This design comes from an exercise in tuning for small area and a short achievable clock period on the open sky130 flow, not from production work. Only simulation tests tie the RTL to the original design; equivalence was not proved. Power and IR drop assume default switching activity.

// le_fpu
module le_fpu (
    input  wire        clk,
    input  wire        rst,         
    input  wire        in_valid,
    input  wire [31:0] in_insn,
    input  wire [31:0] in_a,        
    input  wire [31:0] in_b,        
    output reg         out_valid,
    output reg         out_fault,   
    output reg         out_wen,     
    output reg  [4:0]  out_rd,
    output reg  [31:0] out_data
);
Settings: LEC_CHECK=0, CAP_MARGIN=20, CORE_MARGIN=2, CORE_UTILIZATION=45, SLEW_MARGIN=20, SYNTH_HIERARCHICAL=1, SYNTH_MINIMUM_KEEP_SIZE=0; clock period 16.0 ns.
standard.sh (not shown) runs the stock make flow with config.mk's settings and CLKGATE_MAP_FILE= SYNTH_SCRIPT=/design/flow/synth_recipe.tcl, a recipe that flattens the netlist after the stock synthesis.
==> flow/flow/run.sh <==
#!/bin/bash
set -euo pipefail
export SETUP_SLACK_MARGIN=${SETUP_SLACK_MARGIN:-8}
export BUFFER_PORTS_ARGS="-buffer_cell sky130_fd_sc_hd__buf_2"
bash standard.sh > run.log 2>&1
The baseline ran to the end with no violations.
Edit:
==> flow/run.sh (new file) <==
#!/bin/bash
# synth_recipe.tcl (not shown) runs the flow's synth.tcl, then flattens the netlist and writes it again
# the make line also repeats each setting of config.mk as NAME=value (left out here)
make -C /OpenROAD-flow-scripts/flow DESIGN_CONFIG=/design/flow/config.mk WORK_HOME=/design/flow/orfs CLKGATE_MAP_FILE= SYNTH_SCRIPT=/design/flow/synth_recipe.tcl finish
SETUP_SLACK_MARGIN = 0.3   (was unset)
removed: flow/flow/run.sh
removed: flow/standard.sh
Effect:
- global-route usage decreases by 1.3 points
- routed wire length went down by a few percent
- clock power is higher by a little under a tenth
- critical path depth fell by 4
- cell count shrinks by a few percent
- area after synthesis stays the same
- final area went down by roughly a tenth
- power drops by a few percent
- die area stays the same
- sequential cell count does not change
- worst setup slack got worse by 3.1 ns
Edit:
==> flow/flow/run.sh (new file) <==
#!/bin/bash
set -euo pipefail
export SETUP_SLACK_MARGIN=${SETUP_SLACK_MARGIN:-6}
export BUFFER_PORTS_ARGS="-buffer_cell sky130_fd_sc_hd__buf_2"
bash standard.sh > run.log 2>&1
==> flow/standard.sh (new file) <==
#!/bin/bash
# synth_recipe.tcl (not shown) runs the flow's synth.tcl, then flattens the netlist and writes it again
# the make line also repeats each setting of config.mk as NAME=value (left out here)
make -C /OpenROAD-flow-scripts/flow DESIGN_CONFIG=/design/flow/config.mk WORK_HOME=/design/flow/orfs CLKGATE_MAP_FILE= SYNTH_SCRIPT=/design/flow/synth_recipe.tcl "${@:-finish}"
SETUP_SLACK_MARGIN = unset   (was 0.3)
removed: flow/run.sh
What happened:
- total power grows by 1.0%
- worst setup slack gets better by 3.0 ns
- synthesized cell count is unchanged
- critical path depth grows by 2
Edit:
--- a/flow/flow/run.sh
+++ b/flow/flow/run.sh
@@ -3 +3 @@
-export SETUP_SLACK_MARGIN=${SETUP_SLACK_MARGIN:-6}
+export SETUP_SLACK_MARGIN=${SETUP_SLACK_MARGIN:-5}
CORE_UTILIZATION = 60   (was 45)
Outcome: Worst setup slack loses 0.83 ns. Utilization grows by 13 points. Total power falls by 1.6%.
Edit:
==> flow/run.sh (new file) <==
#!/bin/bash
# synth_recipe.tcl (not shown) runs the flow's synth.tcl, then flattens the netlist and writes it again
# the make line also repeats each setting of config.mk as NAME=value (left out here)
make -C /OpenROAD-flow-scripts/flow DESIGN_CONFIG=/design/flow/config.mk WORK_HOME=/design/flow/orfs CLKGATE_MAP_FILE= SYNTH_SCRIPT=/design/flow/synth_recipe.tcl finish
CORE_UTILIZATION = 45   (was 60)
SETUP_SLACK_MARGIN = 5   (was unset)
removed: flow/flow/run.sh
removed: flow/standard.sh
=>
- utilization came out lower by 15 points
- worst hold slack improves by 0.35 ns
- total power went up by 1.2%
- routed wire length decreases by about 2.4%
- clock-buffer cell count falls by 1


Another version of the RTL of le_fpu (not shown whole).
Size in the first run: about 3700 cells after synthesis, roughly 140 I/O pins, ~0.033 mm2 of cells after synthesis.
## le_fpu
module le_fpu (
    input  wire        clk,
    input  wire        rst,         
    input  wire        in_valid,
    input  wire [31:0] in_insn,
    input  wire [31:0] in_a,        
    input  wire [31:0] in_b,        
    output reg         out_valid,
    output reg         out_fault,   
    output reg         out_wen,     
    output reg  [4:0]  out_rd,
    output reg  [31:0] out_data
);
export LEC_CHECK = 0
export CAP_MARGIN = 20
export CORE_MARGIN = 2
export CORE_UTILIZATION = 45
export SLEW_MARGIN = 20
export SYNTH_HIERARCHICAL = 1
export SYNTH_MINIMUM_KEEP_SIZE = 0
create_clock -name core_clock -period 16.0 [get_ports {clk}]
==> flow/flow/run.sh <==
#!/bin/bash
set -euo pipefail
export SETUP_SLACK_MARGIN=${SETUP_SLACK_MARGIN:-6.5}
export BUFFER_PORTS_ARGS="-buffer_cell sky130_fd_sc_hd__buf_2"
bash standard.sh > run.log 2>&1
Then changed:
Settings changed: TNS_END_PERCENT set to 5.
Cell area came out higher by 0.71%. Via count came out higher by 1.5%. Routed wire length came out higher by 2.7%. Die area stays the same. Area after synthesis stays the same. Worst hold slack gets better by 7.1 ps.
Then changed:
==> flow/flow/run.sh (replaced) <==
#!/bin/bash
set -euo pipefail
export SETUP_SLACK_MARGIN=${SETUP_SLACK_MARGIN:-6}
export BUFFER_PORTS_ARGS="-buffer_cell sky130_fd_sc_hd__buf_2"
bash standard.sh > run.log 2>&1
Settings changed: TNS_END_PERCENT 5 to not set.
What happened: Hold slack improved by 5.7 ps. Routed wire length is lower by 5.2%. Area after synthesis stays the same. Via count is lower by 2.8%. Cell area is lower by 4.2%. Global-route usage is lower by 1.5 points. Sequential power is lower by about 1%. Non-clock buffer count is lower by 84. Combinational power is lower by 4.9%.
Then changed:
Settings changed: CORE_UTILIZATION 45 to 50.
The changed run went through all stages and came out clean.
Via count went up slightly.
Hold slack is worse by 19 ps.
Non-clock buffer count went down by 7.
Synthesized cell count stays the same.
Maximum frequency went down slightly.
Design area is about the same.
Power went up slightly.
Setup slack is worse by 78 ps.
Global-route usage went up by 5.5 points.
Then changed:
==> flow/flow/run.sh (replaced) <==
#!/bin/bash
set -euo pipefail
export SETUP_SLACK_MARGIN=${SETUP_SLACK_MARGIN:-7}
export BUFFER_PORTS_ARGS="-buffer_cell sky130_fd_sc_hd__buf_2"
bash standard.sh > run.log 2>&1
Settings changed: CORE_UTILIZATION 50 to 45.
Maximum frequency went up by 1.7%.
Global-route usage shrinks by 3.0 points.
Area after synthesis does not change.
Setup slack gains 170 ps.
Power came out higher by 3.7%.
Via count went up by 2.3%.
Sequential power falls by about 2%.
Non-clock buffer count rose by 124.
Sequential share of layout area is lower by 0.21 points.


Another version of the RTL of le_fpu (not shown whole).
Size in the first run: about 3500 cells after synthesis, roughly 140 I/O pins, roughly 0.031 mm^2 of cells after synthesis.
clock: 16.0 ns
lec_check: 0
cap_margin: 20
core_margin: 2
core_utilization: 45
slew_margin: 20
synth_hierarchical: 1
synth_minimum_keep_size: 0
==> flow/flow/run.sh <==
#!/bin/bash
set -euo pipefail
export SETUP_SLACK_MARGIN=${SETUP_SLACK_MARGIN:-6}
export BUFFER_PORTS_ARGS="-buffer_cell sky130_fd_sc_hd__buf_2"
bash standard.sh > run.log 2>&1
The starting point completed with no timing, DRC or antenna violations.
Then changed:
--- a/flow/flow/run.sh
+++ b/flow/flow/run.sh
@@ -3 +3 @@
-export SETUP_SLACK_MARGIN=${SETUP_SLACK_MARGIN:-6}
+export SETUP_SLACK_MARGIN=${SETUP_SLACK_MARGIN:-6.5}
What happened: Clock power rises by about 8%. Hold slack gets worse by 0.0048 ns. Design area came out higher by about 4.6%. Wire length rises by 3.5%. Clock-buffer cell count came out lower by 1. Core utilization increases by 2.3 points. Sequential power stays flat. Fmax rose by 3.5%. Worst setup slack is better by 0.33 ns. Via count is higher by about 2.3%.


Another version of the RTL of le_fpu (not shown whole).
Size: about 31,000 sq um of cells after synthesis.
==> flow/config.mk <==
export PLATFORM = sky130hd
export DESIGN_NAME = le_fpu
export DESIGN_NICKNAME = le_fpu
export VERILOG_FILES = /design/flow/design.v
export SDC_FILE = /design/flow/constraint.sdc
export NUM_CORES = 4
export LEC_CHECK = 0
export CAP_MARGIN = 20
export CORE_MARGIN = 2
export CORE_UTILIZATION = 45
export SLEW_MARGIN = 20
export SYNTH_HIERARCHICAL = 1
export SYNTH_MINIMUM_KEEP_SIZE = 0
==> flow/constraint.sdc <==
create_clock -name core_clock -period 16.0 [get_ports {clk}]
set_input_delay 3.2000 -clock core_clock [delete_from_list [all_inputs] [get_ports {clk}]]
set_output_delay 3.2000 -clock core_clock [all_outputs]
set_load 0.01 [all_outputs]
==> flow/flow/run.sh <==
#!/bin/bash
set -euo pipefail
export SETUP_SLACK_MARGIN=${SETUP_SLACK_MARGIN:-6.5}
export BUFFER_PORTS_ARGS="-buffer_cell sky130_fd_sc_hd__buf_2"
bash standard.sh > run.log 2>&1
Edit:
--- a/flow/flow/run.sh
+++ b/flow/flow/run.sh
@@ -3 +3 @@
-export SETUP_SLACK_MARGIN=${SETUP_SLACK_MARGIN:-6.5}
+export SETUP_SLACK_MARGIN=${SETUP_SLACK_MARGIN:-7.5}
Effect: The changed run ran to the end with no violations. Power goes up by 6.3%. Area after synthesis does not change. Clock power drops by about 7%. Wire length rose by 8.7%. Setup slack gains 0.59 ns. Die area stays the same. Global-route usage came out higher by 2.0 points.


RTL: one of the versions met above, not the one the previous note started from.
Size: roughly 85 flip-flops, about 140 I/O pins, roughly 33000 um^2 of cells after synthesis.
## le_fpu
module le_fpu (
    input  wire        clk,
    input  wire        rst,         
    input  wire        in_valid,
    input  wire [31:0] in_insn,
    input  wire [31:0] in_a,        
    input  wire [31:0] in_b,        
    output reg         out_valid,
    output reg         out_fault,   
    output reg         out_wen,     
    output reg  [4:0]  out_rd,
    output reg  [31:0] out_data
);
    wire [5:0] op   = in_insn[31:26];
    wire [4:0] f_rb = in_insn[15:11];
    wire [4:0] f_rc = in_insn[10:6];
    wire [5:0] func = in_insn[5:0];
    reg legal;
    always @(*) begin
        legal = 1'b0;
        if (op == 6'h04) begin
            case (func)
                6'h00, 6'h01, 6'h02, 6'h07, 6'h08:
                    legal = (f_rc == 5'd0);
                6'h09, 6'h0A, 6'h0B, 6'h0C, 6'h0D, 6'h0E:
                    legal = (f_rb == 5'd0) && (f_rc == 5'd0);
                default:
                    legal = 1'b0;
            endcase
        end
    end
    wire f_add  = (func[5:1] == 5'b00000);              
    wire f_sub  = func[0];
    wire f_mul  = (func == 6'h02);
    wire f_mm   = (func == 6'h07) || (func == 6'h08);
    wire f_min  = (func == 6'h07);
    wire f_abs  = (func == 6'h09);
    wire f_neg  = (func == 6'h0A);
    wire f_cif  = (func == 6'h0B) || (func == 6'h0D);   
    wire f_qif  = func[2];                               
    wire f_cfi  = (func == 6'h0C) || (func == 6'h0E);   
    wire f_qfi  = func[1];                               
    wire f_pass = f_mm | f_abs | f_neg;
    wire        sa = in_a[31];
    wire [7:0]  ea = in_a[30:23];
    wire [22:0] fa = in_a[22:0];
    wire        a_zero = (ea == 8'd0);
    wire        a_emax = (ea == 8'hFF);
    wire        a_fnz  = (fa != 23'd0);
    wire        a_inf  = a_emax & ~a_fnz;
    wire        a_nan  = a_emax & a_fnz;
    wire        sb = in_b[31];
    wire [7:0]  eb = in_b[30:23];
    wire [22:0] fb = in_b[22:0];
    wire        b_zero = (eb == 8'd0);
    wire        b_emax = (eb == 8'hFF);
    wire        b_fnz  = (fb != 23'd0);
    wire        b_inf  = b_emax & ~b_fnz;
  ...
Settings: LEC_CHECK=0, CAP_MARGIN=20, CORE_MARGIN=2, CORE_UTILIZATION=45, SLEW_MARGIN=20, SYNTH_HIERARCHICAL=1, SYNTH_MINIMUM_KEEP_SIZE=0; clock period 16.0 ns.
==> flow/flow/run.sh <==
#!/bin/bash
set -euo pipefail
export SETUP_SLACK_MARGIN=${SETUP_SLACK_MARGIN:-5}
export BUFFER_PORTS_ARGS="-buffer_cell sky130_fd_sc_hd__buf_2"
bash standard.sh > run.log 2>&1
Next try:
==> flow/flow/run.sh (replaced) <==
#!/bin/bash
set -euo pipefail
export SETUP_SLACK_MARGIN=${SETUP_SLACK_MARGIN:-7}
export BUFFER_PORTS_ARGS="-buffer_cell sky130_fd_sc_hd__buf_2"
bash standard.sh > run.log 2>&1
=> Core utilization went up by 4.6 points; setup slack is better by 830 ps; final area came out higher by 9.4%; area after synthesis stays the same; sequential share of layout area decreases by 0.31 points.

-- what the ideal ports hide --
How much do the figures lean on ideal ports? The routed layouts below were timed once more, with nothing changed but the port constraints. Step 1: set_driving_cell puts a clkbuf_16 on clk and a buf_2 on each other input, an assumption about the parent block. Step 2, shift: input delay + t, output delay - t, t = (earliest + latest rising clock arrival at the registers) / 2. This alone moves slack from input paths to output paths. Three values: ideal, step 1, step 2; two values: the first two.
run	t (ns)	setup slack, ns	worst setup path after step 2	pins driven straight from the clock port
the first run of note 1	0.401	6.051 / 6.011 / 5.610	input to register	1
the second run of note 1	0.401	2.925 / 2.948 / 2.547	input to register	1
the third run of note 1	0.397	5.972 / 5.962 / 5.565	input to register	1
the fourth run of note 1	0.409	5.138 / 5.161 / 4.751	input to register	1
the fifth run of note 1	0.402	5.146 / 5.093 / 4.806	input to register	1
the first run of note 2	0.397	6.499 / 6.457 / 6.061	input to register	1
the second run of note 2	0.399	6.226 / 6.211 / 5.813	input to register	1
the third run of note 2	0.387	6.175 / 6.140 / 5.753	input to register	1
the fourth run of note 2	0.400	6.097 / 6.118 / 5.718	input to register	1
the fifth run of note 2	0.389	6.266 / 6.175 / 5.787	input to register	1
the first run of note 3	0.387	6.184 / 6.207 / 5.821	input to register	1
the second run of note 3	0.390	6.514 / 6.495 / 6.106	input to register	1
the first run of note 4	0.388	6.631 / 6.596 / 6.208	input to register	1
the second run of note 4	0.386	7.216 / 7.200 / 6.814	input to register	1
the first run of note 5	0.396	5.212 / 5.242 / 4.847	input to register	1
the second run of note 5	0.404	6.044 / 6.032 / 5.628	input to register	1
After both steps every run listed still meets setup and hold. For the fifth run of note 2, which loses most, drivers alone change the setup slack by -0.091 ns; drivers and shift together by -0.479 ns.
